This is an optimization exercise on Yosys and OpenROAD, whose aim is small area, a short achievable clock period and few clock cycles, not a production implementation.
In this exercise RTL edits were held to simulation tests only and were not proved equivalent to the original.
Power figures rest on the tool's default switching activity, not on a simulated workload.

## flow/design.v (module list and top-level ports; edited modules follow where they fit)
// module fj_xu: 404 lines
// module fj_abs: 6 lines
// module fj_oh: 32 lines
// module fj_alu: 34 lines
// module fj_mul: 13 lines
// module fj_dvsetup: 36 lines
// module fj_dvstep: 18 lines
// module fj_dvfin: 23 lines
// module fj_e2: 22 lines
// module fj_e3: 35 lines
// module fj_pre: 72 lines
// module fj_mul_tree: 2369 lines
module fj_xu (
    input  wire        clk,
    input  wire        rst,           
    input  wire        in_valid,
    output wire        in_ready,
    input  wire [31:0] in_insn,
    input  wire [31:0] in_va,
    input  wire [31:0] in_vb,
    output reg         out_valid,
    output reg         out_ill,       
    output reg         out_wr,        
    output reg  [31:0] out_value,     
    output wire [7:0]  out_flags      
);
  // ...
==> flow/run.sh <==
#!/bin/bash
# synth_recipe.tcl (not shown) runs the flow's synth.tcl, then flattens the netlist and writes it again
# the make line also repeats each setting of config.mk as NAME=value (left out here)
make -C /OpenROAD-flow-scripts/flow DESIGN_CONFIG=/design/flow/config.mk WORK_HOME=/design/flow/orfs CLKGATE_MAP_FILE= SYNTH_SCRIPT=/design/flow/synth_recipe.tcl finish
==> flow/config.mk <==
export PLATFORM = sky130hd
export DESIGN_NAME = fj_xu
export DESIGN_NICKNAME = fj_xu
export VERILOG_FILES = /design/flow/design.v
export SDC_FILE = /design/flow/constraint.sdc
export NUM_CORES = 4
export LEC_CHECK = 0
export CAP_MARGIN = 20
export CORE_MARGIN = 2
export CORE_UTILIZATION = 60
export PLACE_DENSITY = 0.68
export SETUP_SLACK_MARGIN = 1.0
export SLEW_MARGIN = 20
export SYNTH_HIERARCHICAL = 1
==> flow/constraint.sdc <==
create_clock -name core_clock -period 20.0 [get_ports {clk}]
set_input_delay 4.0000 -clock core_clock [delete_from_list [all_inputs] [get_ports {clk}]]
set_output_delay 4.0000 -clock core_clock [all_outputs]
set_load 0.01 [all_outputs]
==> summary.md, run 1 <==
| Metric | Value |
|---|---|
| CP dominant cell by count | `nor2_1` |
| Postcts setup bufs | `0` |
| Multi-input gate count | `slightly below 8000` |
| Layout fillers | `12163` |
| Most frequent cells in the layout | `nand2_1 (1160), dfxtp_1 (769), a21oi_1 (743)` |
| Clock power frac | `between 10 and 15%` |
| Final Wtd Congestion | `1.042` |
| Total power | `0.01393 W` |
| Commonest non-fill, non-tap cell in the layout | `nand2_1` |
| Row cnt | `roughly 140` |
| Power Combinational | `between 0.009 and 0.01 W` |
| Status | `finished clean` |
| Endpoint of the worst hold path | `f_hi[7]` |
| Worst reg-to-reg path cell count | `24` |
| Inst Count DP | `roughly 12000` |
| WL met2 | `between 100000 and 150000 um` |
| Fin area | `about 0.090 mm^2` |
| CTS Root Cell | `clkbuf_16` |
| Port Buffers | `between 100 and 150` |
| Worst setup margin | `13610 ps` |
| Multi-input logic area | `0.06042 mm^2` |
| Clock buffers | `119` |
| Leak Pwr | `between 30 and 40 nW` |
| Peak supply drop | `0.1501 mV` |
| FF+latch count | `around 880` |
| Slowest Stage Delay on Critical Path | `a little under 800 ps` |
Testbench counts, summed over its fixed seeds: cycles 28,099.
==> module fj_xu, before the edit <==
module fj_xu (
    input  wire        clk,
    input  wire        rst,           
    input  wire        in_valid,
    output wire        in_ready,
    input  wire [31:0] in_insn,
    input  wire [31:0] in_va,
    input  wire [31:0] in_vb,
    output reg         out_valid,
    output reg         out_ill,       
    output reg         out_wr,        
    output reg  [31:0] out_value,     
    output wire [7:0]  out_flags      
);
    localparam [31:0] I32_MAX = 32'h7FFF_FFFF;
    localparam [31:0] I32_MIN = 32'h8000_0000;
    localparam [47:0] A48_MAX = 48'h7FFF_FFFF_FFFF;
    localparam [47:0] A48_MIN = 48'h8000_0000_0000;
    reg [47:0] acc0, acc1, acc2, acc3;
    reg        sf0, sf1, sf2, sf4, sf6;       
    reg        rdy;
    assign in_ready = rdy;
    wire [5:0] in_op = in_insn[31:26];
    wire [5:0] in_fx = in_insn[10:5];
    wire [4:0] in_lit = in_insn[4:0];
    wire in_g1 = (in_op == 6'h01), in_g2 = (in_op == 6'h02), in_g3 = (in_op == 6'h03);
    wire in_divlike = (in_g1 & (in_fx == 6'h12)) | (in_g2 & (in_fx == 6'h07));
    wire in_shl   = in_g1 & (in_fx == 6'h08);
    wire in_shlit = (in_g1 & (in_fx == 6'h0B)) | (in_g2 & (in_fx == 6'h05));
    wire in_itop  = in_g2 & (in_fx == 6'h08);
    wire in_shrv  = in_g1 & ((in_fx == 6'h09) | (in_fx == 6'h0A));
    wire in_shrl  = (in_g1 & ((in_fx == 6'h0C) | (in_fx == 6'h0D))) | (in_g2 & (in_fx == 6'h06));
    wire in_ptoi  = in_g2 & (in_fx == 6'h09);
    wire in_acc28 = in_g3 & ((in_fx == 6'h02) | (in_fx == 6'h03));
    wire in_bm1   = in_g2 & ((in_fx == 6'h02) | ((in_fx == 6'h03) & in_va[31]));
    wire pre_bm1, pre_bvb, pre_ma32, pre_pdiv, pre_divlike, pre_r_add, pre_r_and, pre_r_or, pre_r_xor, pre_r_andn, pre_r_min, pre_r_max, pre_r_slt, pre_r_ult, pre_r_eq, pre_r_hi, pre_r_vb, pre_r_sfc, pre_lgi, pre_negp, pre_k31, pre_k27, pre_k19, pre_sub, pre_immh, pre_imms;
    fj_pre u_pre (.insn(in_insn), .va31(in_va[31]), .pre_bm1(pre_bm1), .pre_bvb(pre_bvb), .pre_ma32(pre_ma32), .pre_pdiv(pre_pdiv), .pre_divlike(pre_divlike), .pre_r_add(pre_r_add), .pre_r_and(pre_r_and), .pre_r_or(pre_r_or), .pre_r_xor(pre_r_xor), .pre_r_andn(pre_r_andn), .pre_r_min(pre_r_min), .pre_r_max(pre_r_max), .pre_r_slt(pre_r_slt), .pre_r_ult(pre_r_ult), .pre_r_eq(pre_r_eq), .pre_r_hi(pre_r_hi), .pre_r_vb(pre_r_vb), .pre_r_sfc(pre_r_sfc), .pre_lgi(pre_lgi), .pre_negp(pre_negp), .pre_k31(pre_k31), .pre_k27(pre_k27), .pre_k19(pre_k19), .pre_sub(pre_sub), .pre_immh(pre_immh), .pre_imms(pre_imms));
    wire [33:0] in_oh;
    fj_oh u_oh (.insn(in_insn), .vb(in_vb[4:0]), .va31(in_va[31]), .oh(in_oh));
    wire [31:0] in_absa, in_absb;
    fj_abs u_absa (.x(in_va), .y(in_absa));
    fj_abs u_absb (.x(in_vb), .y(in_absb));
    reg        i_v;
    reg [31:0] i_insn, i_va;
    reg [31:0] i_vb;
    reg  [33:0] i_oh;             
    reg  p_bm1, p_bvb;
    reg        i_ma32;            
    reg [31:0] i_absa, i_absb;    
    reg  r_add, r_and, r_or, r_xor, r_andn, r_min, r_max, r_slt, r_ult, r_eq, r_hi, r_vb,
         r_sfc, p_lgi;
    reg  p_divlike, p_pdiv, p_negp, p_k31, p_k27, p_k19, p_sub, p_immh, p_imms;
    always @(posedge clk) begin
        i_v     <= in_valid & rdy & ~rst;
        i_insn  <= in_insn;
        i_va    <= in_va;
        i_vb    <= in_vb;
        i_oh    <= in_oh;
        p_bm1   <= pre_bm1;
        i_absa  <= in_absa;
        i_absb  <= in_absb;
        p_bvb <= pre_bvb;
        i_ma32 <= pre_ma32;
        p_pdiv <= pre_pdiv;
        p_divlike <= pre_divlike;
        r_add <= pre_r_add;
        r_and <= pre_r_and;
        r_or <= pre_r_or;
        r_xor <= pre_r_xor;
        r_andn <= pre_r_andn;
        r_min <= pre_r_min;
        r_max <= pre_r_max;
        r_slt <= pre_r_slt;
        r_ult <= pre_r_ult;
        r_eq <= pre_r_eq;
        r_hi <= pre_r_hi;
        r_vb <= pre_r_vb;
        r_sfc <= pre_r_sfc;
        p_lgi <= pre_lgi;
        p_negp <= pre_negp;
        p_k31 <= pre_k31;
        p_k27 <= pre_k27;
        p_k19 <= pre_k19;
        p_sub <= pre_sub;
        p_immh <= pre_immh;
        p_imms <= pre_imms;
    end
    wire [5:0]  op  = i_insn[31:26];
    wire [4:0]  f_d = i_insn[25:21];
    wire [4:0]  f_a = i_insn[20:16];
    wire [4:0]  f_b = i_insn[15:11];
    wire [5:0]  fx  = i_insn[10:5];
    wire [4:0]  lit = i_insn[4:0];
    wire [15:0] imm = i_insn[15:0];
    wire d0 = (f_d == 5'd0);
    wire a0 = (f_a == 5'd0);
    wire b0 = (f_b == 5'd0);
    wire l0 = (lit == 5'd0);
    wire g_int = (op == 6'h01);
    wire g_pu  = (op == 6'h02);
    wire g_acc = (op == 6'h03);
    reg ill;
    always @* begin
        case (op)
        6'h01: case (fx)
               6'h00, 6'h01, 6'h02, 6'h03, 6'h04, 6'h05, 6'h06, 6'h07,
               6'h08, 6'h09, 6'h0A, 6'h10, 6'h11, 6'h12, 6'h14, 6'h15,
               6'h16, 6'h17, 6'h18:  ill = ~l0;
               6'h0B, 6'h0C, 6'h0D:  ill = ~b0;
               6'h1F:                ill = ~(a0 & b0 & l0);
               default:              ill = 1'b1;
               endcase
        6'h02: case (fx)
               6'h00, 6'h01, 6'h04, 6'h07: ill = ~l0;
               6'h02, 6'h03:               ill = ~(l0 & b0);
               6'h05, 6'h06:               ill = ~b0;
               6'h08, 6'h09:               ill = (lit > 5'd28) | ~b0;
               default:                    ill = 1'b1;
               endcase
        6'h03: begin
               case (fx)
               6'h00, 6'h01, 6'h08: ill = ~d0;
               6'h02, 6'h03:        ill = ~(d0 & b0);
               6'h04, 6'h06, 6'h07: ill = ~(a0 & b0);
               6'h05:               ill = ~(d0 & a0 & b0);
               default:             ill = 1'b1;
               endcase
               if (lit[4:2] != 3'd0) ill = 1'b1;
               end
        6'h08, 6'h0F: ill = ~a0;
        6'h09, 6'h0A, 6'h0B, 6'h0C, 6'h0D, 6'h0E: ill = 1'b0;
        6'h36: ill = ~(d0 & a0) | (imm[15:8] != 8'd0);
        default: ill = 1'b1;
        endcase
    end
    wire ok = i_v & ~ill;
    wire x_add   = g_int & (fx == 6'h00);
    wire x_sub   = g_int & (fx == 6'h01);
    wire x_adds  = g_int & (fx == 6'h02);
    wire x_subs  = g_int & (fx == 6'h03);
    wire x_and   = g_int & (fx == 6'h04);
    wire x_or    = g_int & (fx == 6'h05);
    wire x_xor   = g_int & (fx == 6'h06);
    wire x_andn  = g_int & (fx == 6'h07);
    wire x_shl   = g_int & (fx == 6'h08);
    wire x_shr   = g_int & (fx == 6'h09);
    wire x_sar   = g_int & (fx == 6'h0A);
    wire x_shli  = g_int & (fx == 6'h0B);
    wire x_shri  = g_int & (fx == 6'h0C);
    wire x_sari  = g_int & (fx == 6'h0D);
    wire x_mul   = g_int & (fx == 6'h10);
    wire x_mulh  = g_int & (fx == 6'h11);
    wire x_div   = g_int & (fx == 6'h12);
    wire x_clt   = g_int & (fx == 6'h14);
    wire x_cltu  = g_int & (fx == 6'h15);
    wire x_ceq   = g_int & (fx == 6'h16);
    wire x_min   = g_int & (fx == 6'h17);
    wire x_max   = g_int & (fx == 6'h18);
    wire x_sfrd  = g_int & (fx == 6'h1F);
    wire x_padd  = g_pu & (fx == 6'h00);
    wire x_psub  = g_pu & (fx == 6'h01);
    wire x_pneg  = g_pu & (fx == 6'h02);
    wire x_pabs  = g_pu & (fx == 6'h03);
    wire x_pmul  = g_pu & (fx == 6'h04);
    wire x_pshl  = g_pu & (fx == 6'h05);
    wire x_pshr  = g_pu & (fx == 6'h06);
    wire x_pdiv  = g_pu & (fx == 6'h07);
    wire x_itop  = g_pu & (fx == 6'h08);
    wire x_ptoi  = g_pu & (fx == 6'h09);
    wire x_pmac  = g_acc & (fx == 6'h00);
    wire x_pmsb  = g_acc & (fx == 6'h01);
    wire x_accld = g_acc & (fx == 6'h02);
    wire x_accad = g_acc & (fx == 6'h03);
    wire x_accrd = g_acc & (fx == 6'h04);
    wire x_accclr= g_acc & (fx == 6'h05);
    wire x_acclo = g_acc & (fx == 6'h06);
    wire x_acchi = g_acc & (fx == 6'h07);
    wire x_accset= g_acc & (fx == 6'h08);
    wire x_pli   = (op == 6'h08);
    wire x_paddi = (op == 6'h09);
    wire x_addi  = (op == 6'h0A);
    wire x_clti  = (op == 6'h0B);
    wire x_andi  = (op == 6'h0C);
    wire x_ori   = (op == 6'h0D);
    wire x_xori  = (op == 6'h0E);
    wire x_lhi   = (op == 6'h0F);
    wire x_sfclr = (op == 6'h36);
    wire wr_op = g_int | g_pu | x_accrd | x_acclo | x_acchi | (op[5:3] == 3'b001);
    wire [31:0] alu;
    wire        ad_v;
    fj_alu u_alu (.va(i_va), .vb(i_vb), .imm(imm), .sub(p_sub), .immh(p_immh), .imms(p_imms),
                  .lgi(p_lgi), .r_add(r_add), .r_and(r_and), .r_or(r_or), .r_xor(r_xor),
                  .r_andn(r_andn), .r_min(r_min), .r_max(r_max), .r_slt(r_slt),
                  .r_ult(r_ult), .r_eq(r_eq), .r_hi(r_hi), .r_vb(r_vb), .r_sfc(r_sfc),
                  .res(alu), .ovf(ad_v));
    wire        is_sat_add = x_adds | x_subs | x_padd | x_psub | x_paddi;
    wire [63:0] m_s, m_c;
    fj_mul u_mul (.va(i_va), .ma32(i_ma32), .vb(i_vb), .oh(i_oh), .bm1(p_bm1), .bvb(p_bvb),
                  .negp(p_negp), .k31(p_k31), .k27(p_k27), .k19(p_k19), .s(m_s), .c(m_c));
    wire dv_go = ok & (x_div | x_pdiv);
    wire e1_plo = x_mul | x_shl | x_shli | x_pshl | x_itop | x_pneg | x_pabs;
    wire e1_phi = x_mulh | x_shr | x_sar | x_shri | x_sari | x_pshr | x_ptoi;
    reg         e_v, e_ill, e_wr;
    reg         e_plo, e_phi, e_pmul;       
    reg         e_fovf;       
    reg         e_fsat;       
    reg         e_fsat0;      
    reg         e_satv;       
    reg         e_fadd;       
    reg         e_fovf1;      
    reg         e_acc_add;    
    reg         e_acc_zb;     
    reg         e_acc_set;    
    reg         e_accrd, e_acclo, e_acchi, e_sfrd, e_sfclr;
    reg  [3:0]  e_sel;        
    reg  [31:0] e_res;
    reg  [15:0] e_hi;
    reg  [63:0] e_s, e_c;
    always @(posedge clk) begin
        e_v       <= i_v & ~dv_go & ~rst;
        e_ill     <= ill;
        e_wr      <= wr_op & ~d0 & ~ill;
        e_plo     <= e1_plo & ~ill;
        e_phi     <= e1_phi & ~ill;
        e_pmul    <= x_pmul & ~ill;
        e_fovf    <= x_mul & ~ill;
        e_fsat    <= (x_pshl | x_itop) & ~ill;
        e_fsat0   <= (x_pneg | x_pabs) & ~ill;
        e_satv    <= is_sat_add & ad_v & ~ill;
        e_fadd    <= (x_padd | x_psub | x_paddi) & ad_v & ~ill;
        e_fovf1   <= (x_adds | x_subs) & ad_v & ~ill;
        e_acc_add <= (x_pmac | x_pmsb | x_accad | x_accld) & ~ill;
        e_acc_zb  <= x_accld;
        e_acc_set <= (x_accset | x_accclr) & ~ill;
        e_accrd   <= x_accrd & ~ill;
        e_acclo   <= x_acclo & ~ill;
        e_acchi   <= x_acchi & ~ill;
        e_sfrd    <= x_sfrd & ~ill;
        e_sfclr   <= x_sfclr & ~ill;
        e_sel     <= 4'd1 << lit[1:0];
        e_res     <= alu;
        e_hi      <= x_accset ? i_va[15:0] : 16'd0;
        e_s       <= m_s;
        e_c       <= m_c;
    end
    wire [33:0] r_init;
    wire [31:0] xb;
    wire [4:0]  dv_n;
    wire        n_big, dv_stall, az, bz;
    fj_dvsetup u_dvs (.absa(i_absa), .absb(i_absb), .pdiv(p_pdiv), .r_init(r_init), .xb(xb),
                      .n(dv_n), .big(n_big), .stall(dv_stall), .az(az), .bz(bz));
    reg         dv_pend;      
    reg  [4:0]  dv_cnt;       
    reg  [33:0] dv_r;         
    reg  [31:0] dv_b;         
    reg  [32:0] dv_q;
    reg         dv_neg, dv_zero, dv_big, dv_pdiv, dv_wr, dv_apos, dv_aneg;
    wire [31:0] rem;
    wire [1:0]  dig;
    fj_dvstep u_dvt (.r(dv_r), .b(dv_b), .rem(rem), .dig(dig));
    wire dv_start = i_v & p_divlike;
    wire dv_fin;
    always @(posedge clk) begin
        if (rst) begin
            dv_pend <= 1'b0;
            dv_cnt  <= 5'd0;
        end else begin
            if (dv_start)
                dv_cnt <= dv_n;
            else if (dv_cnt != 5'd0)
                dv_cnt <= dv_cnt - 5'd1;
            if (dv_go)
                dv_pend <= 1'b1;
            else if (dv_fin)
                dv_pend <= 1'b0;
        end
    end
    always @(posedge clk) begin
        if (dv_start) begin
            dv_r    <= r_init;
            dv_b    <= xb;
            dv_q    <= 33'd0;
            dv_neg  <= i_va[31] ^ i_vb[31];
            dv_zero <= bz;
            dv_big  <= n_big & ~bz & ~az;
            dv_pdiv <= p_pdiv;
            dv_wr   <= ~d0;
            dv_apos <= ~i_va[31] & ~az;
            dv_aneg <= i_va[31];
        end else if (dv_cnt != 5'd0) begin
            dv_r   <= {rem, 2'b00};
            dv_q   <= {dv_q[30:0], dig};
        end
    end
    assign dv_fin = dv_pend & (dv_cnt == 5'd0);
    wire [31:0] dv_res;
    wire        dv_f0, dv_fm, dv_fo;
    fj_dvfin u_dvf (.q(dv_q), .neg(dv_neg), .zero(dv_zero), .big(dv_big), .pdiv(dv_pdiv),
                    .apos(dv_apos), .aneg(dv_aneg), .res(dv_res), .f0(dv_f0), .fm(dv_fm),
                    .fo(dv_fo));
    always @(posedge clk) begin
        if (rst)
            rdy <= 1'b1;
        else if (in_valid & rdy & pre_divlike)
            rdy <= 1'b0;
        else if (dv_start)
            rdy <= ~dv_stall;
        else if (dv_cnt == 5'd2)
            rdy <= 1'b1;
    end
    wire [31:0] r2;
    wire [43:0] p_t;
    wire        lo_ovf, pm_ovf;
    fj_e2 u_e2 (.s(e_s), .c(e_c), .res(e_res), .satv(e_satv), .plo(e_plo), .phi(e_phi),
                .pmul(e_pmul), .fsat(e_fsat | e_fsat0), .r2(r2), .t(p_t), .lo_ovf(lo_ovf),
                .pm_ovf(pm_ovf));
    reg         f_v, f_ill, f_wr;
    reg         f_f0, f_f1, f_f4, f_f6;
    reg         f_acc_add, f_acc_set, f_accrd, f_acclo, f_acchi, f_sfrd, f_sfclr;
    reg  [3:0]  f_sel;
    reg  [31:0] f_res;
    reg  [15:0] f_hi;
    reg  [43:0] f_t;          
    always @(posedge clk) begin
        if (dv_fin) begin
            f_v       <= ~rst;
            f_ill     <= 1'b0;
            f_wr      <= dv_wr;
            f_f0      <= 1'b0;
            f_f1      <= dv_fm;
            f_f4      <= dv_f0;
            f_f6      <= dv_fo;
            f_acc_add <= 1'b0;
            f_acc_set <= 1'b0;
            f_accrd   <= 1'b0;
            f_acclo   <= 1'b0;
            f_acchi   <= 1'b0;
            f_sfrd    <= 1'b0;
            f_sfclr   <= 1'b0;
            f_res     <= dv_res;
        end else begin
            f_v       <= e_v & ~rst;
            f_ill     <= e_ill;
            f_wr      <= e_wr;
            f_f0      <= e_fadd | (e_fsat0 & lo_ovf);
            f_f1      <= (e_fsat & lo_ovf) | (e_pmul & pm_ovf);
            f_f4      <= 1'b0;
            f_f6      <= e_fovf1 | (e_fovf & lo_ovf);
            f_acc_add <= e_acc_add;
            f_acc_set <= e_acc_set;
            f_accrd   <= e_accrd;
            f_acclo   <= e_acclo;
            f_acchi   <= e_acchi;
            f_sfrd    <= e_sfrd;
            f_sfclr   <= e_sfclr;
            f_res     <= r2;
        end
        f_sel <= e_sel;
        f_hi  <= e_hi;
        f_t   <= p_t;
    end
    reg f_zb;
    always @(posedge clk) f_zb <= e_acc_zb;
    wire [7:0]  sf_cur = {1'b0, sf6, 1'b0, sf4, 1'b0, sf2, sf1, sf0};
    wire [47:0] acc_w0;
    wire [31:0] res3;
    wire        a_ovf, r_ovf;
    fj_e3 u_e3 (.acc0(acc0), .acc1(acc1), .acc2(acc2), .acc3(acc3), .sel(f_sel), .zb(f_zb),
                .t(f_t), .res(f_res), .hi(f_hi), .set(f_acc_set), .accrd(f_accrd),
                .acclo(f_acclo), .acchi(f_acchi), .sfrd(f_sfrd), .sf(sf_cur),
                .acc_w(acc_w0), .a_ovf(a_ovf), .r_ovf(r_ovf), .res3(res3));
    wire f2 = (f_acc_add & a_ovf) | (f_accrd & r_ovf);
    wire [47:0] acc_w = acc_w0;
    wire        acc_we = f_v & (f_acc_add | f_acc_set);
    wire        clr = f_v & f_sfclr;
    reg o_f0, o_f1, o_f2, o_f4, o_f6;
    assign out_flags = {1'b0, o_f6, 1'b0, o_f4, 1'b0, o_f2, o_f1, o_f0};
    always @(posedge clk) begin
        if (rst) begin
            acc0 <= 48'd0; acc1 <= 48'd0; acc2 <= 48'd0; acc3 <= 48'd0;
            sf0 <= 1'b0; sf1 <= 1'b0; sf2 <= 1'b0; sf4 <= 1'b0; sf6 <= 1'b0;
            out_valid <= 1'b0;
        end else begin
            out_valid <= f_v;
            if (acc_we & f_sel[0]) acc0 <= acc_w;
            if (acc_we & f_sel[1]) acc1 <= acc_w;
            if (acc_we & f_sel[2]) acc2 <= acc_w;
            if (acc_we & f_sel[3]) acc3 <= acc_w;
            if (f_v) begin
                sf0 <= (sf0 & ~(clr & f_res[0])) | f_f0;
                sf1 <= (sf1 & ~(clr & f_res[1])) | f_f1;
                sf2 <= (sf2 & ~(clr & f_res[2])) | f2;
                sf4 <= (sf4 & ~(clr & f_res[4])) | f_f4;
                sf6 <= (sf6 & ~(clr & f_res[6])) | f_f6;
            end
        end
    end
    always @(posedge clk) begin
        out_ill   <= f_ill;
        out_wr    <= f_wr;
        out_value <= res3;
        o_f0 <= f_f0; o_f1 <= f_f1; o_f2 <= f2; o_f4 <= f_f4; o_f6 <= f_f6;
    end
endmodule
==> module fj_oh, before the edit <==
module fj_oh (
    input  wire [31:0] insn,
    input  wire [4:0]  vb,
    input  wire        va31,
    output reg  [33:0] oh
);
    wire [5:0] op = insn[31:26];
    wire [5:0] fx = insn[10:5];
    wire g1 = (op == 6'h01), g2 = (op == 6'h02), g3 = (op == 6'h03);
    wire shl   = g1 & (fx == 6'h08);
    wire shlit = (g1 & (fx == 6'h0B)) | (g2 & (fx == 6'h05));
    wire itop  = g2 & (fx == 6'h08);
    wire shrv  = g1 & ((fx == 6'h09) | (fx == 6'h0A));
    wire shrl  = (g1 & ((fx == 6'h0C) | (fx == 6'h0D))) | (g2 & (fx == 6'h06));
    wire ptoi  = g2 & (fx == 6'h09);
    wire acc28 = g3 & ((fx == 6'h02) | (fx == 6'h03));
    wire b1    = g2 & (fx == 6'h03) & ~va31;
    wire [31:0] dec_v = 32'd1 << vb;
    wire [31:0] dec_l = 32'd1 << insn[4:0];
    integer q;
    always @* begin
        for (q = 0; q < 34; q = q + 1) begin
            oh[q] = 1'b0;
            if (q < 32) oh[q] = oh[q] | (shl & dec_v[q]) | (shlit & dec_l[q]);
            if (q <= 28) oh[q] = oh[q] | (itop & dec_l[28 - q]);
            if (q >= 1 && q <= 32) oh[q] = oh[q] | (shrv & dec_v[32 - q]) | (shrl & dec_l[32 - q]);
            if (q >= 4 && q <= 32) oh[q] = oh[q] | (ptoi & dec_l[q - 4]);
            if (q == 28) oh[q] = oh[q] | acc28;
            if (q == 0) oh[q] = oh[q] | b1;
        end
    end
endmodule
==> module fj_e3, before the edit <==
module fj_e3 (
    input  wire [47:0] acc0, acc1, acc2, acc3,
    input  wire [3:0]  sel,
    input  wire        zb,
    input  wire [43:0] t,
    input  wire [31:0] res,
    input  wire [15:0] hi,
    input  wire        set, accrd, acclo, acchi, sfrd,
    input  wire [7:0]  sf,
    output wire [47:0] acc_w,
    output wire        a_ovf,
    output wire        r_ovf,
    output wire [31:0] res3
);
    localparam [31:0] I32_MAX = 32'h7FFF_FFFF;
    localparam [31:0] I32_MIN = 32'h8000_0000;
    localparam [47:0] A48_MAX = 48'h7FFF_FFFF_FFFF;
    localparam [47:0] A48_MIN = 48'h8000_0000_0000;
    wire [47:0] acc_r = ({48{sel[0]}} & acc0) | ({48{sel[1]}} & acc1) |
                        ({48{sel[2]}} & acc2) | ({48{sel[3]}} & acc3);
    wire [47:0] base  = zb ? 48'd0 : acc_r;
    wire [48:0] asum  = {base[47], base} + {{5{t[43]}}, t};
    assign      a_ovf = asum[48] ^ asum[47];
    wire [47:0] a_new = a_ovf ? (asum[48] ? A48_MIN : A48_MAX) : asum[47:0];
    assign      acc_w = set ? {hi, res} : a_new;
    assign      r_ovf = ~((acc_r[47:39] == 9'h000) | (acc_r[47:39] == 9'h1FF)) |
                        (~acc_r[47] & (&acc_r[38:7]));
    wire [31:0] r_inc = acc_r[39:8] + {31'd0, acc_r[7]};
    wire [31:0] r_val = r_ovf ? (acc_r[47] ? I32_MIN : I32_MAX) : r_inc;
    assign res3 = ({32{accrd}} & r_val) |
                  ({32{acclo}} & acc_r[31:0]) |
                  ({32{acchi}} & {{16{acc_r[47]}}, acc_r[47:32]}) |
                  ({32{sfrd}} & sf) |
                  ({32{~(accrd | acclo | acchi | sfrd)}} & res);
endmodule
==> module fj_pre, before the edit <==
module fj_pre (
    input  wire [31:0] insn,
    input  wire        va31,
    output wire pre_bm1,
    output wire pre_bvb,
    output wire pre_ma32,
    output wire pre_pdiv,
    output wire pre_divlike,
    output wire pre_r_add,
    output wire pre_r_and,
    output wire pre_r_or,
    output wire pre_r_xor,
    output wire pre_r_andn,
    output wire pre_r_min,
    output wire pre_r_max,
    output wire pre_r_slt,
    output wire pre_r_ult,
    output wire pre_r_eq,
    output wire pre_r_hi,
    output wire pre_r_vb,
    output wire pre_r_sfc,
    output wire pre_lgi,
    output wire pre_negp,
    output wire pre_k31,
    output wire pre_k27,
    output wire pre_k19,
    output wire pre_sub,
    output wire pre_immh,
    output wire pre_imms
);
    wire [5:0] op = insn[31:26];
    wire [5:0] fx = insn[10:5];
    wire g1 = (op == 6'h01), g2 = (op == 6'h02), g3 = (op == 6'h03);
    wire shl   = g1 & (fx == 6'h08);
    wire shlit = (g1 & (fx == 6'h0B)) | (g2 & (fx == 6'h05));
    wire itop  = g2 & (fx == 6'h08);
    wire shrv  = g1 & ((fx == 6'h09) | (fx == 6'h0A));
    wire shrl  = (g1 & ((fx == 6'h0C) | (fx == 6'h0D))) | (g2 & (fx == 6'h06));
    wire ptoi  = g2 & (fx == 6'h09);
    wire acc28 = g3 & ((fx == 6'h02) | (fx == 6'h03));
    wire divlike_w = (g1 & (fx == 6'h12)) | (g2 & (fx == 6'h07));
    assign pre_bm1 = g2 & ((fx == 6'h02) | ((fx == 6'h03) & va31));
    assign pre_bvb = ~(shl | shlit | itop | shrv | shrl | ptoi | acc28 |
                     g2 & ((fx == 6'h02) | (fx == 6'h03)));
    assign pre_ma32 = va31 & ~(g1 & ((fx == 6'h09) | (fx == 6'h0C)));
    assign pre_pdiv = g2 & (fx == 6'h07);
    assign pre_divlike = divlike_w;
    assign pre_r_add = (g1 & (fx[5:2] == 4'd0)) | (g2 & (fx[5:1] == 5'd0)) |
                   (op == 6'h09) | (op == 6'h0A);
    assign pre_r_and = (g1 & (fx == 6'h04)) | (op == 6'h0C);
    assign pre_r_or = (g1 & (fx == 6'h05)) | (op == 6'h0D);
    assign pre_r_xor = (g1 & (fx == 6'h06)) | (op == 6'h0E);
    assign pre_r_andn = g1 & (fx == 6'h07);
    assign pre_r_min = g1 & (fx == 6'h17);
    assign pre_r_max = g1 & (fx == 6'h18);
    assign pre_r_slt = (g1 & (fx == 6'h14)) | (op == 6'h0B);
    assign pre_r_ult = g1 & (fx == 6'h15);
    assign pre_r_eq = g1 & (fx == 6'h16);
    assign pre_r_hi = (op == 6'h08) | (op == 6'h0F);
    assign pre_r_vb = g3 & (fx == 6'h08);
    assign pre_r_sfc = (op == 6'h36);
    assign pre_lgi = (op == 6'h0C) | (op == 6'h0D) | (op == 6'h0E);
    assign pre_negp = g3 & (fx == 6'h01);
    assign pre_k31 = g2 & ((fx == 6'h06) | (fx == 6'h09));
    assign pre_k27 = g2 & (fx == 6'h04);
    assign pre_k19 = g3 & ((fx == 6'h00) | (fx == 6'h02) | (fx == 6'h03));
    assign pre_sub = (g1 & ((fx == 6'h01) | (fx == 6'h03) | (fx == 6'h14) |
                             (fx == 6'h15) | (fx == 6'h17) | (fx == 6'h18))) |
                   (g2 & (fx == 6'h01)) | (op == 6'h0B);
    assign pre_immh = (op == 6'h09);
    assign pre_imms = (op == 6'h0A) | (op == 6'h0B);
endmodule
==> run 2: changes to the inputs <==
--- a/flow/design.v
+++ b/flow/design.v
@@ -215,5 +215,4 @@
     reg  [3:0]  e_sel;        
     reg  [31:0] e_res;
-    reg  [15:0] e_hi;
     reg  [63:0] e_s, e_c;
     always @(posedge clk) begin
@@ -240,5 +239,4 @@
         e_sel     <= 4'd1 << lit[1:0];
         e_res     <= alu;
-        e_hi      <= x_accset ? i_va[15:0] : 16'd0;
         e_s       <= m_s;
         e_c       <= m_c;
@@ -320,5 +318,4 @@
     reg  [3:0]  f_sel;
     reg  [31:0] f_res;
-    reg  [15:0] f_hi;
     reg  [43:0] f_t;          
     always @(posedge clk) begin
@@ -357,5 +354,4 @@
         end
         f_sel <= e_sel;
-        f_hi  <= e_hi;
         f_t   <= p_t;
     end
@@ -367,5 +363,5 @@
     wire        a_ovf, r_ovf;
     fj_e3 u_e3 (.acc0(acc0), .acc1(acc1), .acc2(acc2), .acc3(acc3), .sel(f_sel), .zb(f_zb),
-                .t(f_t), .res(f_res), .hi(f_hi), .set(f_acc_set), .accrd(f_accrd),
+                .t(f_t), .res(f_res), .set(f_acc_set), .accrd(f_accrd),
                 .acclo(f_acclo), .acchi(f_acchi), .sfrd(f_sfrd), .sf(sf_cur),
                 .acc_w(acc_w0), .a_ovf(a_ovf), .r_ovf(r_ovf), .res3(res3));
@@ -426,4 +422,5 @@
     wire acc28 = g3 & ((fx == 6'h02) | (fx == 6'h03));
     wire b1    = g2 & (fx == 6'h03) & ~va31;
+    wire set32 = g3 & (fx == 6'h08);
     wire [31:0] dec_v = 32'd1 << vb;
     wire [31:0] dec_l = 32'd1 << insn[4:0];
@@ -438,4 +435,5 @@
             if (q == 28) oh[q] = oh[q] | acc28;
             if (q == 0) oh[q] = oh[q] | b1;
+            if (q == 32) oh[q] = oh[q] | set32;
         end
     end
@@ -593,5 +591,4 @@
     input  wire [43:0] t,
     input  wire [31:0] res,
-    input  wire [15:0] hi,
     input  wire        set, accrd, acclo, acchi, sfrd,
     input  wire [7:0]  sf,
@@ -611,5 +608,5 @@
     assign      a_ovf = asum[48] ^ asum[47];
     wire [47:0] a_new = a_ovf ? (asum[48] ? A48_MIN : A48_MAX) : asum[47:0];
-    assign      acc_w = set ? {hi, res} : a_new;
+    assign      acc_w = set ? {t[27:12], res} : a_new;
     assign      r_ovf = ~((acc_r[47:39] == 9'h000) | (acc_r[47:39] == 9'h1FF)) |
                         (~acc_r[47] & (&acc_r[38:7]));
@@ -665,5 +662,6 @@
     assign pre_bm1 = g2 & ((fx == 6'h02) | ((fx == 6'h03) & va31));
     assign pre_bvb = ~(shl | shlit | itop | shrv | shrl | ptoi | acc28 |
-                     g2 & ((fx == 6'h02) | (fx == 6'h03)));
+                     g2 & ((fx == 6'h02) | (fx == 6'h03)) |
+                     g3 & ((fx == 6'h05) | (fx == 6'h08)));
     assign pre_ma32 = va31 & ~(g1 & ((fx == 6'h09) | (fx == 6'h0C)));
     assign pre_pdiv = g2 & (fx == 6'h07);
==> flow/flow/run.sh (new file) <==
#!/bin/bash
set -euo pipefail
bash standard.sh "BUFFER_PORTS_ARGS=-buffer_cell sky130_fd_sc_hd__buf_4" \
    SETUP_SLACK_MARGIN=14.6 finish > flow_standard.log 2>&1
==> flow/standard.sh (new file) <==
#!/bin/bash
# synth_recipe.tcl (not shown) runs the flow's synth.tcl, then flattens the netlist and writes it again
# the make line also repeats each setting of config.mk as NAME=value (left out here)
make -C /OpenROAD-flow-scripts/flow DESIGN_CONFIG=/design/flow/config.mk WORK_HOME=/design/flow/orfs CLKGATE_MAP_FILE= SYNTH_SCRIPT=/design/flow/synth_recipe.tcl "${@:-finish}"
removed: flow/run.sh
==> summary.md, run 2 <==
| Metric | Value |
|---|---|
| Status | `finished clean (unchanged)` |
| Worst min-delay path category | `flop to flop (unchanged)` |
| Slowest Stage Delay on Critical Path | `570 ps (was 770 ps)` |
| Largest regs | `e_c x64, e_s x64 (unchanged)` |
| Pre-CTS setup slack | `13150 ps (was 13140 ps)` |
| CTS Root Cell | `clkbuf_16 (unchanged)` |
| Mapped Cells | `10251 (was 10259)` |
| Commonest non-fill, non-tap cell in the layout | `nand2_1 (unchanged)` |
| Die area | `0.1452 mm^2 (was 0.1462 mm^2)` |
| Placed wire-length estimate | `228800 um (was 234200 um)` |
| Endpoints failing hold | `0 (unchanged)` |
| H-tree levels | `3 (unchanged)` |
| Worst setup margin | `14580 ps (was 13610 ps)` |
| Worst EP required | `20600 ps (was 20570 ps)` |
| CP dominant cell by count | `or4_4 (was nor2_1)` |
| DRT iter0 DRCs | `11544 (was 10722)` |
| Most frequent cells in the layout | `nand2_1 (1173), a21oi_1 (731), dfxtp_1 (729) (was nand2_1 (1160), dfxtp_1 (769), a21oi_1 (743))` |
| Final Wtd Congestion | `1.064 (was 1.042)` |
| Final ANT Viol Nets | `0 (unchanged)` |
| Synth Cell Area | `0.08529 mm^2 (was 0.08588 mm^2)` |
| Worst r2r src | `p_bvb (was i_absb[17])` |
| Clock Latency Late Sink | `760 ps (was 770 ps)` |
| Starting density of the core | `60.39% (was 60.58%)` |
| WL/cell | `28.43 um (was 28.25 um)` |
| Final slew viol count | `0 (unchanged)` |
| Worst slew pin tran | `1146 ps (was 1152 ps)` |
| Area added between synthesis and finish | `7.357% (was 4.870%)` |
| Post-Route WL | `336200 um (was 332200 um)` |
| WP data arrival | `6020 ps (was 6960 ps)` |
| PwrDens | `155.2 mW/mm^2 (was 154.6 mW/mm^2)` |
| # Max-Cap Violations | `0 (unchanged)` |
| Setup TNS | `0 ps (unchanged)` |
| Peak supply drop | `0.1640 mV (was 0.1501 mV)` |
| Clock sinks | `850 (was 882)` |
| Hold-fix buffers at CTS | `0 (unchanged)` |
| GR Overflow Total | `0 (unchanged)` |
| Crit path kind | `input port to flop (was flop to flop)` |
| Slowest-stage cell, CP | `or4_4 (was inv_1)` |
| Row cnt | `138 (unchanged)` |
| Pre-Repair DR Iteration Count | `12 (was 11)` |
| HP Start | `e_sel[1] (was e_hi[7])` |
| Routed vias | `81805 (was 81073)` |
| Critical path capture point type | `flop (unchanged)` |
| Die Wd | `381.0 um (was 382.3 um)` |
| Final setup vio count | `0 (unchanged)` |
| Max Clock Skew | `83.66 ps (was 83.62 ps)` |
| RSZ-0062 raised after global routing | `yes (was no)` |
| CP startpoint | `in_insn[31] (was i_absb[17])` |
| Antenna violations before repair | `13 (was 10)` |
| Nets | `10851 (was 10782)` |
| I/O Pins | `143 (unchanged)` |
| First-pass GRT wire length | `490500 um (was 495400 um)` |
| DRC Markers | `0 (unchanged)` |
| Height of the chip | `381.0 um (was 382.3 um)` |
| Leak Pwr | `36.96 nW (was 36.26 nW)` |
| Critical path launch point type | `input port (was flop)` |
| Clk slew on worst S/H paths | `60 ps (about the same)` |
| Cells along the critical path | `buf_8 -> or4_4 -> or4_4 -> o22ai_2 -> and3_4 -> a32oi_1 -> a21o_1 (was nor2b_1 -> o21bai_1 -> a211oi_1 -> a311o_1 -> nor2_1 -> buf_4 -> inv_1 -> ha_1 -> inv_1 -> fa_1 -> nand2_1 -> nand2_1 -> a21oi_1 -> xnor2_1 -> ha_1 -> nand2_1 -> nor2_1 -> a211oi_1 -> xnor3_1 -> and3b_1 -> o31ai_1 -> nor2_1 -> nor2_1 -> a311oi_1)` |
| Vias in the first global route | `78317 (was 78440)` |
| CTS Buffer Depth | `3 (unchanged)` |
| Layout fillers | `11981 (was 12163)` |
| Non-filler cells in the finished layout | `11826 (was 11757)` |
| Share of layout cells above drive strength 1 | `11.63% (was 8.074%)` |
| Total power | `0.01421 W (was 0.01393 W)` |
| Syn. warnings | `11 (unchanged)` |
| Slew HR | `22.76% (was 23.12%)` |
| Largest net degree at the start of global routing | `104 (was 88)` |
| Routed vias/inst | `6.917 (was 6.896)` |
| Number of buffers created by CTS | `95 (unchanged)` |
| Crit Path Max Fanout | `4 (was 23)` |
| Crit share post-route | `27.09% (was 31.97%)` |
| CTS tree | `done (unchanged)` |
| Inst Count DP | `11535 (was 11571)` |
| Syn_area_per_cell | `8.321 um^2 (was 8.371 um^2)` |
| Core area | `0.1412 mm^2 (was 0.1418 mm^2)` |
| Peak Freq | `184.5 MHz (was 156.4 MHz)` |
| Final min period | `5419 ps (was 6393 ps)` |
| GR Util All Layers | `43.85% (was 44.24%)` |
| Port Buffers | `139 (unchanged)` |
==> run 2: power by group <==
group          internal, W  total, W  switching, W
combinational      0.00365   0.00983       0.00618
sequential         0.00221   0.00250      0.000287
clock              0.00106   0.00188      0.000818
total              0.00693    0.0142       0.00728
==> run 2: metrics by stage <==
step,area [um^2],hold slack (ps),utilization [%]
global route,91550,333.8,64.82
global placement,85650,313.0,60.64
floorplan,85390,309.6,-
detailed placement,85670,314.2,60.65
finish,91570,326.4,64.83
CTS,89860,327.9,63.62
==> run 2: final cells by class <==
| cell class | instances | area [um^2] | area share (%) |
|---|---|---|---|
| Sequential cell | 850 | 17810 | 19.45 |
| Antenna cell | 7 | 17.52 | 0.01913 |
| Multi-Input combinational cell | 7774 | 61290 | 66.93 |
| Tap cell | 1890 | 2365 | 2.582 |
| Timing Repair inverter | 2 | 10.01 | 0.01093 |
| Inverter | 722 | 2729 | 2.980 |
| Clock buffer | 121 | 2656 | 2.901 |
| Timing Repair Buffer | 403 | 3961 | 4.326 |
| Clock inverter | 57 | 728.2 | 0.7952 |
==> run 2: worst paths after layout <==
path,end,slack [ps],cells past startpoint
setup / recovery,rdy,14580,7
setup reg to reg,e_c[31],14600,17
hold reg to reg,f_sel[1],330,0
hold / removal,f_sel[1],330,0
==> run 2: what timing repair did <==
item | CTS | global route
pin swaps | 12 | 61
resized for setup | 117 | 183
endpoints found under the setup margin | 236 | 182
cloned | 6 | 19
setup buffers | 23 | 57
==> run 2: critical path, delay by kind of cell <==
family,cells,cell delay [ps]
buf+inv,1,100
simple gates,3,1460
compound gates,3,460
==> run 2: per-layer routing <==
layer,global-route usage [%],share of wire (%)
met5,0,0.036
met4,27.36,8.2
met3,11.10,13
met2,66.42,42
met1,55.91,37
Testbench counts of run 2, summed over its fixed seeds: cycles 28,099.
==> run 3: changes to the inputs <==
--- a/flow/design.v
+++ b/flow/design.v
@@ -189,9 +189,15 @@
     wire [31:0] alu;
     wire        ad_v;
-    fj_alu u_alu (.va(i_va), .vb(i_vb), .imm(imm), .sub(p_sub), .immh(p_immh), .imms(p_imms),
+    wire [33:0] r_init;
+    wire [31:0] xb;
+    wire [4:0]  dv_n;
+    wire        n_big, dv_stall, az, bz;
+    fj_e1x u_e1x (.va(i_va), .vb(i_vb), .imm(imm), .sub(p_sub), .immh(p_immh), .imms(p_imms),
                   .lgi(p_lgi), .r_add(r_add), .r_and(r_and), .r_or(r_or), .r_xor(r_xor),
                   .r_andn(r_andn), .r_min(r_min), .r_max(r_max), .r_slt(r_slt),
                   .r_ult(r_ult), .r_eq(r_eq), .r_hi(r_hi), .r_vb(r_vb), .r_sfc(r_sfc),
-                  .res(alu), .ovf(ad_v));
+                  .res(alu), .ovf(ad_v),
+                  .absa(i_absa), .absb(i_absb), .pdiv(p_pdiv), .r_init(r_init), .xb(xb),
+                  .n(dv_n), .big(n_big), .stall(dv_stall), .az(az), .bz(bz));
     wire        is_sat_add = x_adds | x_subs | x_padd | x_psub | x_paddi;
     wire [63:0] m_s, m_c;
@@ -242,10 +248,4 @@
         e_c       <= m_c;
     end
-    wire [33:0] r_init;
-    wire [31:0] xb;
-    wire [4:0]  dv_n;
-    wire        n_big, dv_stall, az, bz;
-    fj_dvsetup u_dvs (.absa(i_absa), .absb(i_absb), .pdiv(p_pdiv), .r_init(r_init), .xb(xb),
-                      .n(dv_n), .big(n_big), .stall(dv_stall), .az(az), .bz(bz));
     reg         dv_pend;      
     reg  [4:0]  dv_cnt;       
@@ -258,5 +258,5 @@
     fj_dvstep u_dvt (.r(dv_r), .b(dv_b), .rem(rem), .dig(dig));
     wire dv_start = i_v & p_divlike;
-    wire dv_fin;
+    wire dv_inj;
     always @(posedge clk) begin
         if (rst) begin
@@ -270,5 +270,5 @@
             if (dv_go)
                 dv_pend <= 1'b1;
-            else if (dv_fin)
+            else if (dv_inj)
                 dv_pend <= 1'b0;
         end
@@ -291,10 +291,12 @@
         end
     end
-    assign dv_fin = dv_pend & (dv_cnt == 5'd0);
-    wire [31:0] dv_res;
-    wire        dv_f0, dv_fm, dv_fo;
-    fj_dvfin u_dvf (.q(dv_q), .neg(dv_neg), .zero(dv_zero), .big(dv_big), .pdiv(dv_pdiv),
-                    .apos(dv_apos), .aneg(dv_aneg), .res(dv_res), .f0(dv_f0), .fm(dv_fm),
-                    .fo(dv_fo));
+    assign dv_inj = dv_pend & (dv_cnt[4:1] == 4'd0);
+    wire [32:0] q_fin = dv_cnt[0] ? {dv_q[30:0], dig} : dv_q;
+    wire [31:0] r2;
+    wire [43:0] p_t;
+    wire        lo_ovf, pm_ovf;
+    fj_e2 u_e2 (.s(e_s), .c(e_c), .res(e_res), .satv(e_satv), .plo(e_plo), .phi(e_phi),
+                  .pmul(e_pmul), .fsat(e_fsat | e_fsat0), .r2(r2), .t(p_t), .lo_ovf(lo_ovf),
+                  .pm_ovf(pm_ovf));
     always @(posedge clk) begin
         if (rst)
@@ -304,15 +306,10 @@
         else if (dv_start)
             rdy <= ~dv_stall;
-        else if (dv_cnt == 5'd2)
+        else if (dv_cnt == 5'd3)
             rdy <= 1'b1;
     end
-    wire [31:0] r2;
-    wire [43:0] p_t;
-    wire        lo_ovf, pm_ovf;
-    fj_e2 u_e2 (.s(e_s), .c(e_c), .res(e_res), .satv(e_satv), .plo(e_plo), .phi(e_phi),
-                .pmul(e_pmul), .fsat(e_fsat | e_fsat0), .r2(r2), .t(p_t), .lo_ovf(lo_ovf),
-                .pm_ovf(pm_ovf));
     reg         f_v, f_ill, f_wr;
-    reg         f_f0, f_f1, f_f4, f_f6;
+    reg         f_div, f_q32, f_dneg, f_dzero, f_dbig, f_dpdiv, f_dapos, f_daneg;
+    reg         f_f0, f_f1, f_f6;
     reg         f_acc_add, f_acc_set, f_accrd, f_acclo, f_acchi, f_sfrd, f_sfclr;
     reg  [3:0]  f_sel;
@@ -320,12 +317,11 @@
     reg  [43:0] f_t;          
     always @(posedge clk) begin
-        if (dv_fin) begin
+        if (dv_inj) begin
             f_v       <= ~rst;
             f_ill     <= 1'b0;
             f_wr      <= dv_wr;
             f_f0      <= 1'b0;
-            f_f1      <= dv_fm;
-            f_f4      <= dv_f0;
-            f_f6      <= dv_fo;
+            f_f1      <= 1'b0;
+            f_f6      <= 1'b0;
             f_acc_add <= 1'b0;
             f_acc_set <= 1'b0;
@@ -335,5 +331,5 @@
             f_sfrd    <= 1'b0;
             f_sfclr   <= 1'b0;
-            f_res     <= dv_res;
+            f_res     <= q_fin[31:0];
         end else begin
             f_v       <= e_v & ~rst;
@@ -342,5 +338,4 @@
             f_f0      <= e_fadd | (e_fsat0 & lo_ovf);
             f_f1      <= (e_fsat & lo_ovf) | (e_pmul & pm_ovf);
-            f_f4      <= 1'b0;
             f_f6      <= e_fovf1 | (e_fovf & lo_ovf);
             f_acc_add <= e_acc_add;
@@ -353,6 +348,14 @@
             f_res     <= r2;
         end
-        f_sel <= e_sel;
-        f_t   <= p_t;
+        f_sel   <= e_sel;
+        f_t     <= p_t;
+        f_div   <= dv_inj;
+        f_q32   <= q_fin[32];
+        f_dneg  <= dv_neg;
+        f_dzero <= dv_zero;
+        f_dbig  <= dv_big;
+        f_dpdiv <= dv_pdiv;
+        f_dapos <= dv_apos;
+        f_daneg <= dv_aneg;
     end
     reg f_zb;
@@ -361,8 +364,11 @@
     wire [47:0] acc_w0;
     wire [31:0] res3;
-    wire        a_ovf, r_ovf;
+    wire        a_ovf, r_ovf, df1, df4, df6;
     fj_e3 u_e3 (.acc0(acc0), .acc1(acc1), .acc2(acc2), .acc3(acc3), .sel(f_sel), .zb(f_zb),
                 .t(f_t), .res(f_res), .set(f_acc_set), .accrd(f_accrd),
                 .acclo(f_acclo), .acchi(f_acchi), .sfrd(f_sfrd), .sf(sf_cur),
+                .div(f_div), .q32(f_q32), .dneg(f_dneg), .dzero(f_dzero), .dbig(f_dbig),
+                .dpdiv(f_dpdiv), .dapos(f_dapos), .daneg(f_daneg), .df1(df1), .df4(df4),
+                .df6(df6),
                 .acc_w(acc_w0), .a_ovf(a_ovf), .r_ovf(r_ovf), .res3(res3));
     wire f2 = (f_acc_add & a_ovf) | (f_accrd & r_ovf);
@@ -385,8 +391,8 @@
             if (f_v) begin
                 sf0 <= (sf0 & ~(clr & f_res[0])) | f_f0;
-                sf1 <= (sf1 & ~(clr & f_res[1])) | f_f1;
+                sf1 <= (sf1 & ~(clr & f_res[1])) | f_f1 | df1;
                 sf2 <= (sf2 & ~(clr & f_res[2])) | f2;
-                sf4 <= (sf4 & ~(clr & f_res[4])) | f_f4;
-                sf6 <= (sf6 & ~(clr & f_res[6])) | f_f6;
+                sf4 <= (sf4 & ~(clr & f_res[4])) | df4;
+                sf6 <= (sf6 & ~(clr & f_res[6])) | f_f6 | df6;
             end
         end
@@ -396,5 +402,5 @@
         out_wr    <= f_wr;
         out_value <= res3;
-        o_f0 <= f_f0; o_f1 <= f_f1; o_f2 <= f2; o_f4 <= f_f4; o_f6 <= f_f6;
+        o_f0 <= f_f0; o_f1 <= f_f1 | df1; o_f2 <= f2; o_f4 <= df4; o_f6 <= f_f6 | df6;
     end
 endmodule
@@ -439,38 +445,4 @@
     end
 endmodule
-module fj_alu (
-    input  wire [31:0] va,
-    input  wire [31:0] vb,
-    input  wire [15:0] imm,
-    input  wire        sub, immh, imms, lgi,
-    input  wire        r_add, r_and, r_or, r_xor, r_andn, r_min, r_max, r_slt, r_ult,
-    input  wire        r_eq, r_hi, r_vb, r_sfc,
-    output reg  [31:0] res,
-    output wire        ovf
-);
-    wire [31:0] simm = {{16{imm[15]}}, imm};
-    wire [31:0] zimm = {16'd0, imm};
-    wire [31:0] b0   = immh ? {imm, 16'd0} : imms ? simm : vb;
-    wire [31:0] b    = sub ? ~b0 : b0;
-    wire [32:0] s    = {1'b0, va} + {1'b0, b} + {32'd0, sub};
-    wire [31:0] r    = s[31:0];
-    assign      ovf  = (va[31] == b[31]) & (r[31] != va[31]);
-    wire        s_lt = r[31] ^ ovf;            
-    wire        u_lt = ~s[32];                 
-    wire [31:0] lb   = lgi ? zimm : vb;
-    always @* begin
-        res = ({32{r_add}} & r) |
-              ({32{r_and}} & (va & lb)) |
-              ({32{r_or}} & (va | lb)) |
-              ({32{r_xor}} & (va ^ lb)) |
-              ({32{r_andn}} & (va & ~vb)) |
-              ({32{r_min}} & (s_lt ? va : vb)) |
-              ({32{r_max}} & (s_lt ? vb : va)) |
-              ({32{r_hi}} & {imm, 16'd0}) |
-              ({32{r_vb}} & vb) |
-              ({32{r_sfc}} & {24'd0, imm[7:0]});
-        res[0] = res[0] | (r_slt & s_lt) | (r_ult & u_lt) | (r_eq & (va == vb));
-    end
-endmodule
 module fj_mul (
     input  wire [31:0] va,
@@ -486,40 +458,4 @@
     fj_mul_tree u_tree (.a({ma32, va}), .b(mb), .negp(negp), .kv(kv), .s(s), .c(c));
 endmodule
-module fj_dvsetup (
-    input  wire [31:0] absa,
-    input  wire [31:0] absb,
-    input  wire        pdiv,
-    output wire [33:0] r_init,
-    output wire [31:0] xb,
-    output wire [4:0]  n,
-    output wire        big,
-    output wire        stall,       
-    output wire        az,
-    output wire        bz
-);
-    function [5:0] clz32;
-        input [31:0] x;
-        integer k;
-        begin
-            clz32 = 6'd32;
-            for (k = 0; k < 32; k = k + 1)
-                if (x[k]) clz32 = 6'd31 - k[5:0];
-        end
-    endfunction
-    wire [5:0]  clz_a = clz32(absa);
-    wire [5:0]  clz_b = clz32(absb);
-    assign      az    = (absa == 32'd0);
-    assign      bz    = (absb == 32'd0);
-    wire signed [7:0] nq = $signed({2'b0, clz_b}) - $signed({2'b0, clz_a}) + 8'sd1 +
-                           (pdiv ? 8'sd28 : 8'sd0);
-    wire        le0   = nq[7] | (nq == 8'sd0);
-    assign      big   = ~nq[7] & (nq > 8'sd33);
-    wire [31:0] xa    = absa << clz_a[4:0];
-    assign      xb    = absb << clz_b[4:0];
-    wire [5:0]  nc    = nq[5:0] + 6'd1;
-    assign      n     = (le0 | big) ? 5'd0 : nc[5:1];
-    assign      stall = ~nq[7] & (nq > 8'sd2) & (nq < 8'sd34);
-    assign      r_init = (clz_a[0] ^ clz_b[0]) ? {1'b0, xa, 1'b0} : {2'b0, xa};
-endmodule
 module fj_dvstep (
     input  wire [33:0] r,
@@ -540,49 +476,4 @@
     assign dig = ge3 ? 2'd3 : ge2 ? 2'd2 : ge1 ? 2'd1 : 2'd0;
 endmodule
-module fj_dvfin (
-    input  wire [32:0] q,
-    input  wire        neg, zero, big, pdiv, apos, aneg,
-    output reg  [31:0] res,
-    output reg         f0, fm, fo
-);
-    localparam [31:0] I32_MAX = 32'h7FFF_FFFF;
-    localparam [31:0] I32_MIN = 32'h8000_0000;
-    wire q_big = big | q[32] | (neg ? (q[31] & (q[30:0] != 31'd0)) : q[31]);
-    always @* begin
-        f0 = 1'b0; fm = 1'b0; fo = 1'b0;
-        if (zero) begin
-            res = apos ? I32_MAX : aneg ? I32_MIN : 32'd0;
-            f0  = 1'b1;
-        end else if (q_big) begin
-            res = neg ? I32_MIN : I32_MAX;
-            fm  = pdiv;
-            fo  = ~pdiv;
-        end else begin
-            res = neg ? -q[31:0] : q[31:0];
-        end
-    end
-endmodule
-module fj_e2 (
-    input  wire [63:0] s,
-    input  wire [63:0] c,
-    input  wire [31:0] res,
-    input  wire        satv, plo, phi, pmul, fsat,
-    output wire [31:0] r2,
-    output wire [43:0] t,
-    output wire        lo_ovf,
-    output wire        pm_ovf
-);
-    localparam [31:0] I32_MAX = 32'h7FFF_FFFF;
-    localparam [31:0] I32_MIN = 32'h8000_0000;
-    wire [63:0] P = s + c;
-    assign lo_ovf = ~((P[63:31] == 33'd0) | (P[63:31] == {33{1'b1}}));
-    assign pm_ovf = ~((P[63:59] == 5'd0) | (P[63:59] == 5'h1F));
-    wire [31:0] pm_val = pm_ovf ? (P[63] ? I32_MIN : I32_MAX) : P[59:28];
-    wire [31:0] lo_val = (fsat & lo_ovf) ? (P[63] ? I32_MIN : I32_MAX) : P[31:0];
-    wire [31:0] al_val = satv ? (res[31] ? I32_MAX : I32_MIN) : res;
-    assign r2 = ({32{plo}} & lo_val) | ({32{phi}} & P[63:32]) | ({32{pmul}} & pm_val) |
-                ({32{~(plo | phi | pmul)}} & al_val);
-    assign t  = P[63:20];
-endmodule
 module fj_e3 (
     input  wire [47:0] acc0, acc1, acc2, acc3,
@@ -593,4 +484,6 @@
     input  wire        set, accrd, acclo, acchi, sfrd,
     input  wire [7:0]  sf,
+    input  wire        div, q32, dneg, dzero, dbig, dpdiv, dapos, daneg,
+    output wire        df1, df4, df6,
     output wire [47:0] acc_w,
     output wire        a_ovf,
@@ -609,13 +502,22 @@
     wire [47:0] a_new = a_ovf ? (asum[48] ? A48_MIN : A48_MAX) : asum[47:0];
     assign      acc_w = set ? {t[27:12], res} : a_new;
-    assign      r_ovf = ~((acc_r[47:39] == 9'h000) | (acc_r[47:39] == 9'h1FF)) |
-                        (~acc_r[47] & (&acc_r[38:7]));
+    wire        r_c   = &acc_r[38:7];
+    assign      r_ovf = r_c ? ~((acc_r[47:39] == 9'h1FF) | (acc_r[47:39] == 9'h1FE))
+                            : ~((acc_r[47:39] == 9'h000) | (acc_r[47:39] == 9'h1FF));
     wire [31:0] r_inc = acc_r[39:8] + {31'd0, acc_r[7]};
     wire [31:0] r_val = r_ovf ? (acc_r[47] ? I32_MIN : I32_MAX) : r_inc;
+    wire        q_big = dbig | q32 | (dneg ? (res[31] & (res[30:0] != 31'd0)) : res[31]);
+    wire [31:0] d_val = dzero ? (dapos ? I32_MAX : daneg ? I32_MIN : 32'd0) :
+                        q_big ? (dneg ? I32_MIN : I32_MAX) :
+                        dneg ? -res : res;
+    assign df4 = div & dzero;
+    assign df1 = div & ~dzero & q_big & dpdiv;
+    assign df6 = div & ~dzero & q_big & ~dpdiv;
     assign res3 = ({32{accrd}} & r_val) |
                   ({32{acclo}} & acc_r[31:0]) |
                   ({32{acchi}} & {{16{acc_r[47]}}, acc_r[47:32]}) |
                   ({32{sfrd}} & sf) |
-                  ({32{~(accrd | acclo | acchi | sfrd)}} & res);
+                  ({32{div}} & d_val) |
+                  ({32{~(accrd | acclo | acchi | sfrd | div)}} & res);
 endmodule
 module fj_pre (
@@ -692,4 +594,93 @@
     assign pre_imms = (op == 6'h0A) | (op == 6'h0B);
 endmodule
+module fj_e1x (
+    input  wire [31:0] va,
+    input  wire [31:0] vb,
+    input  wire [15:0] imm,
+    input  wire        sub, immh, imms, lgi,
+    input  wire        r_add, r_and, r_or, r_xor, r_andn, r_min, r_max, r_slt, r_ult,
+    input  wire        r_eq, r_hi, r_vb, r_sfc,
+    output reg  [31:0] res,
+    output wire        ovf,
+    input  wire [31:0] absa,
+    input  wire [31:0] absb,
+    input  wire        pdiv,
+    output wire [33:0] r_init,
+    output wire [31:0] xb,
+    output wire [4:0]  n,
+    output wire        big,
+    output wire        stall,       
+    output wire        az,
+    output wire        bz
+);
+    wire [31:0] simm = {{16{imm[15]}}, imm};
+    wire [31:0] zimm = {16'd0, imm};
+    wire [31:0] b0   = immh ? {imm, 16'd0} : imms ? simm : vb;
+    wire [31:0] b    = sub ? ~b0 : b0;
+    wire [32:0] s    = {1'b0, va} + {1'b0, b} + {32'd0, sub};
+    wire [31:0] r    = s[31:0];
+    assign      ovf  = (va[31] == b[31]) & (r[31] != va[31]);
+    wire        s_lt = r[31] ^ ovf;            
+    wire        u_lt = ~s[32];                 
+    wire [31:0] lb   = lgi ? zimm : vb;
+    always @* begin
+        res = ({32{r_add}} & r) |
+              ({32{r_and}} & (va & lb)) |
+              ({32{r_or}} & (va | lb)) |
+              ({32{r_xor}} & (va ^ lb)) |
+              ({32{r_andn}} & (va & ~vb)) |
+              ({32{r_min}} & (s_lt ? va : vb)) |
+              ({32{r_max}} & (s_lt ? vb : va)) |
+              ({32{r_hi}} & {imm, 16'd0}) |
+              ({32{r_vb}} & vb) |
+              ({32{r_sfc}} & {24'd0, imm[7:0]});
+        res[0] = res[0] | (r_slt & s_lt) | (r_ult & u_lt) | (r_eq & (va == vb));
+    end
+    function [5:0] clz32;
+        input [31:0] x;
+        integer k;
+        begin
+            clz32 = 6'd32;
+            for (k = 0; k < 32; k = k + 1)
+                if (x[k]) clz32 = 6'd31 - k[5:0];
+        end
+    endfunction
+    wire [5:0]  clz_a = clz32(absa);
+    wire [5:0]  clz_b = clz32(absb);
+    assign      az    = (absa == 32'd0);
+    assign      bz    = (absb == 32'd0);
+    wire signed [7:0] nq = $signed({2'b0, clz_b}) - $signed({2'b0, clz_a}) + 8'sd1 +
+                           (pdiv ? 8'sd28 : 8'sd0);
+    wire        le0   = nq[7] | (nq == 8'sd0);
+    assign      big   = ~nq[7] & (nq > 8'sd33);
+    wire [31:0] xa    = absa << clz_a[4:0];
+    assign      xb    = absb << clz_b[4:0];
+    wire [5:0]  nc    = nq[5:0] + 6'd1;
+    assign      n     = (le0 | big) ? 5'd0 : nc[5:1];
+    assign      stall = ~nq[7] & (nq > 8'sd4) & (nq < 8'sd34);
+    assign      r_init = (clz_a[0] ^ clz_b[0]) ? {1'b0, xa, 1'b0} : {2'b0, xa};
+endmodule
+module fj_e2 (
+    input  wire [63:0] s,
+    input  wire [63:0] c,
+    input  wire [31:0] res,
+    input  wire        satv, plo, phi, pmul, fsat,
+    output wire [31:0] r2,
+    output wire [43:0] t,
+    output wire        lo_ovf,
+    output wire        pm_ovf
+);
+    localparam [31:0] I32_MAX = 32'h7FFF_FFFF;
+    localparam [31:0] I32_MIN = 32'h8000_0000;
+    wire [63:0] P = s + c;
+    assign lo_ovf = ~((P[63:31] == 33'd0) | (P[63:31] == {33{1'b1}}));
+    assign pm_ovf = ~((P[63:59] == 5'd0) | (P[63:59] == 5'h1F));
+    wire [31:0] pm_val = pm_ovf ? (P[63] ? I32_MIN : I32_MAX) : P[59:28];
+    wire [31:0] lo_val = (fsat & lo_ovf) ? (P[63] ? I32_MIN : I32_MAX) : P[31:0];
+    wire [31:0] al_val = satv ? (res[31] ? I32_MAX : I32_MIN) : res;
+    assign r2 = ({32{plo}} & lo_val) | ({32{phi}} & P[63:32]) | ({32{pmul}} & pm_val) |
+                ({32{~(plo | phi | pmul)}} & al_val);
+    assign t  = P[63:20];
+endmodule
 module fj_mul_tree (
     input  wire [32:0] a,       
==> summary.md, run 3 <==
| Metric | Value |
|---|---|
| Placed wire-length estimate | `225600 um (was 228800 um)` |
| Slew HR | `15.45% (was 22.76%)` |
| PwrDens | `156.4 mW/mm^2 (was 155.2 mW/mm^2)` |
| Clk slew on worst S/H paths | `70 ps (was 60 ps)` |
| Slowest-stage cell, CP | `or4_4 (unchanged)` |
| Max Clock Skew | `49.31 ps (was 83.66 ps)` |
| Die area | `0.1437 mm^2 (was 0.1452 mm^2)` |
| Routed vias/inst | `6.902 (was 6.917)` |
| Height of the chip | `379.1 um (was 381.0 um)` |
| Final slew viol count | `0 (unchanged)` |
| Crit Path Max Fanout | `5 (was 4)` |
| DRC Markers | `0 (unchanged)` |
| DRT iter0 DRCs | `10772 (was 11544)` |
| First-pass GRT wire length | `487500 um (was 490500 um)` |
| Status | `finished clean (unchanged)` |
| Crit path kind | `input port to flop (unchanged)` |
| GR Util All Layers | `44.40% (was 43.85%)` |
| I/O Pins | `143 (unchanged)` |
| Worst EP required | `20590 ps (was 20600 ps)` |
| WP data arrival | `6050 ps (was 6020 ps)` |
| Mapped Cells | `10296 (was 10251)` |
| Peak supply drop | `0.1290 mV (was 0.1640 mV)` |
| WL/cell | `27.78 um (was 28.43 um)` |
| Setup TNS | `0 ps (unchanged)` |
| Worst min-delay path category | `flop to flop (unchanged)` |
| Final Wtd Congestion | `1.015 (was 1.064)` |
| Crit share post-route | `27.32% (was 27.09%)` |
| CP startpoint | `in_insn[31] (unchanged)` |
| Clock sinks | `857 (was 850)` |
| Leak Pwr | `36.44 nW (was 36.96 nW)` |
| Die Wd | `379.1 um (was 381.0 um)` |
| Cells along the critical path | `buf_4 -> or4_4 -> or4_4 -> o22ai_2 -> and3_4 -> a32oi_1 -> a21o_1 (was buf_8 -> or4_4 -> or4_4 -> o22ai_2 -> and3_4 -> a32oi_1 -> a21o_1)` |
| Final ANT Viol Nets | `0 (unchanged)` |
| Peak Freq | `183.0 MHz (was 184.5 MHz)` |
| Post-Route WL | `330100 um (was 336200 um)` |
| Hold-fix buffers at CTS | `0 (unchanged)` |
| Share of layout cells above drive strength 1 | `10.50% (was 11.63%)` |
| Commonest non-fill, non-tap cell in the layout | `nand2_1 (unchanged)` |
| Finished Core Util | `65.05% (was 64.83%)` |
| Multi-input logic area | `0.06051 mm^2 (was 0.06129 mm^2)` |
| Syn_area_per_cell | `8.199 um^2 (was 8.321 um^2)` |
| Most frequent cells in the layout | `nand2_1 (1193), a21oi_1 (757), dfxtp_1 (727) (was nand2_1 (1173), a21oi_1 (731), dfxtp_1 (729))` |
| Clock Latency Late Sink | `740 ps (was 760 ps)` |
| RSZ-0062 raised after global routing | `yes (unchanged)` |
| CTS Buffer Depth | `3 (unchanged)` |
| Worst slew pin tran | `1252 ps (was 1146 ps)` |
| CP dominant cell by count | `or4_4 (unchanged)` |
| Area added between synthesis and finish | `7.513% (was 7.357%)` |
| Worst R2R End | `e_c[38] (was e_c[31])` |
## run 3: cell types whose count changed in the layout (fill, tap and decap cells not counted), sizes merged, moves of 18 or more
cell / change
a21oi: +35
a22o: -25
a22oi: +33
buf: +18
mux2: -48
nand2: +29
nand3: +25
o211ai: -24
o21a: -22
o21ai: +38
## run 3: cell type report
type | count | area share (%)
Clock inverter | 60 | 0.8961
Inverter | 728 | 3.045
Sequential cell | 857 | 19.80
Timing Repair Buffer | 412 | 4.099
Antenna cell | 6 | 0.01654
Multi-Input combinational cell | 7823 | 66.67
Clock buffer | 118 | 2.881
Tap cell | 1876 | 2.586
Timing Repair inverter | 2 | 0.01103
## run 3: timing repair
item                                    4_1_cts  5_1_grt
pin swaps                                    18       47
endpoints found under the setup margin      209      260
cloned                                        5       12
resized for setup                           102      208
setup buffers                                30       57
## run 3: worst register-to-register path, stage by stage, from the launching register on
cell and delay [ps]:
dfxtp_1 490, a211o_4 460, or2_2 370, mux2i_4 200
buf_12 190, a22oi_1 110, xnor2_1 220, fa_1 570
inv_1 60, fa_1 530, fa_2 590, inv_1 60
fa_1 430, inv_1 90, fa_1 430, inv_1 100
fa_1 400
## run 3: per-layer routing
metal / share of wire, % / global-route usage (%) / vias up
li1: - / - / 35503
met2: 43 / 67.25 / 5826
met4: 7.4 / 27.06 / 18
met5: 0.034 / 0 / -
met1: 37 / 56.17 / 39042
met3: 13 / 12.21 / 1619
## run 3: worst min-delay path by stage
stage	from	endpoint	slack [ps]	depth (start not counted)
2_1_floorplan	e_sel[0]	f_sel[0]	310	0
3_3_place_gp	e_sel[0]	f_sel[0]	310	0
3_5_place_dp	e_sel[2]	f_sel[2]	310	0
4_1_cts	dv_big	f_dbig	330	0
5_1_grt	e_sel[1]	f_sel[1]	330	0
6_report	dv_big	f_dbig	330	0
## run 3: through the flow
| step | hold WS, ps | instance area (um^2) | setup slack, ps |
|---|---|---|---|
| CTS | 327.1 | 89230 | 14570 |
| global route | 331.4 | 90740 | 14500 |
| floorplan | 309.6 | 84520 | 14160 |
| detailed placement | 312.0 | 85090 | 13060 |
| global placement | 312.8 | 85090 | 13080 |
| finish | 326.4 | 90760 | 14540 |
## run 3: power breakdown
part | switching [W] | internal, W | leakage [nW]
sequential | 0.000324 | 0.00225 | 7.19
clock | 0.000819 | 0.00110 | 1.65
combinational | 0.00606 | 0.00363 | 27.6
total | 0.00720 | 0.00699 | 36.4
Testbench counts of run 3, summed over its fixed seeds: cycles 27,742.

re-timing with driven ports:
How much do the figures lean on ideal ports? The routed layouts below were timed once more, with nothing changed but the port constraints. Step 1, drivers: a clkbuf_16 drives clk and a buf_2 each remaining input, both assumed. Step 2, shift: input delay + t, output delay - t, t = (earliest + latest rising clock arrival at the registers) / 2. This alone moves slack from input paths to output paths. Three values: no drivers, after step 1, after step 2; two values: the first two.
run	shift t [ns]	slack for setup (ns)	worst data-port slew with drivers (ns)
run 1	0.812	13.607 / 13.607 / 13.038	0.13
run 2	0.814	14.581 / 14.603 / 13.809	0.06
run 3	0.812	14.536 / 14.609 / 13.797	0.20
After both steps every run listed still meets setup and hold. The setup slack of run 2, which loses most, moves by +0.022 ns with the drivers and by -0.772 ns with both steps.
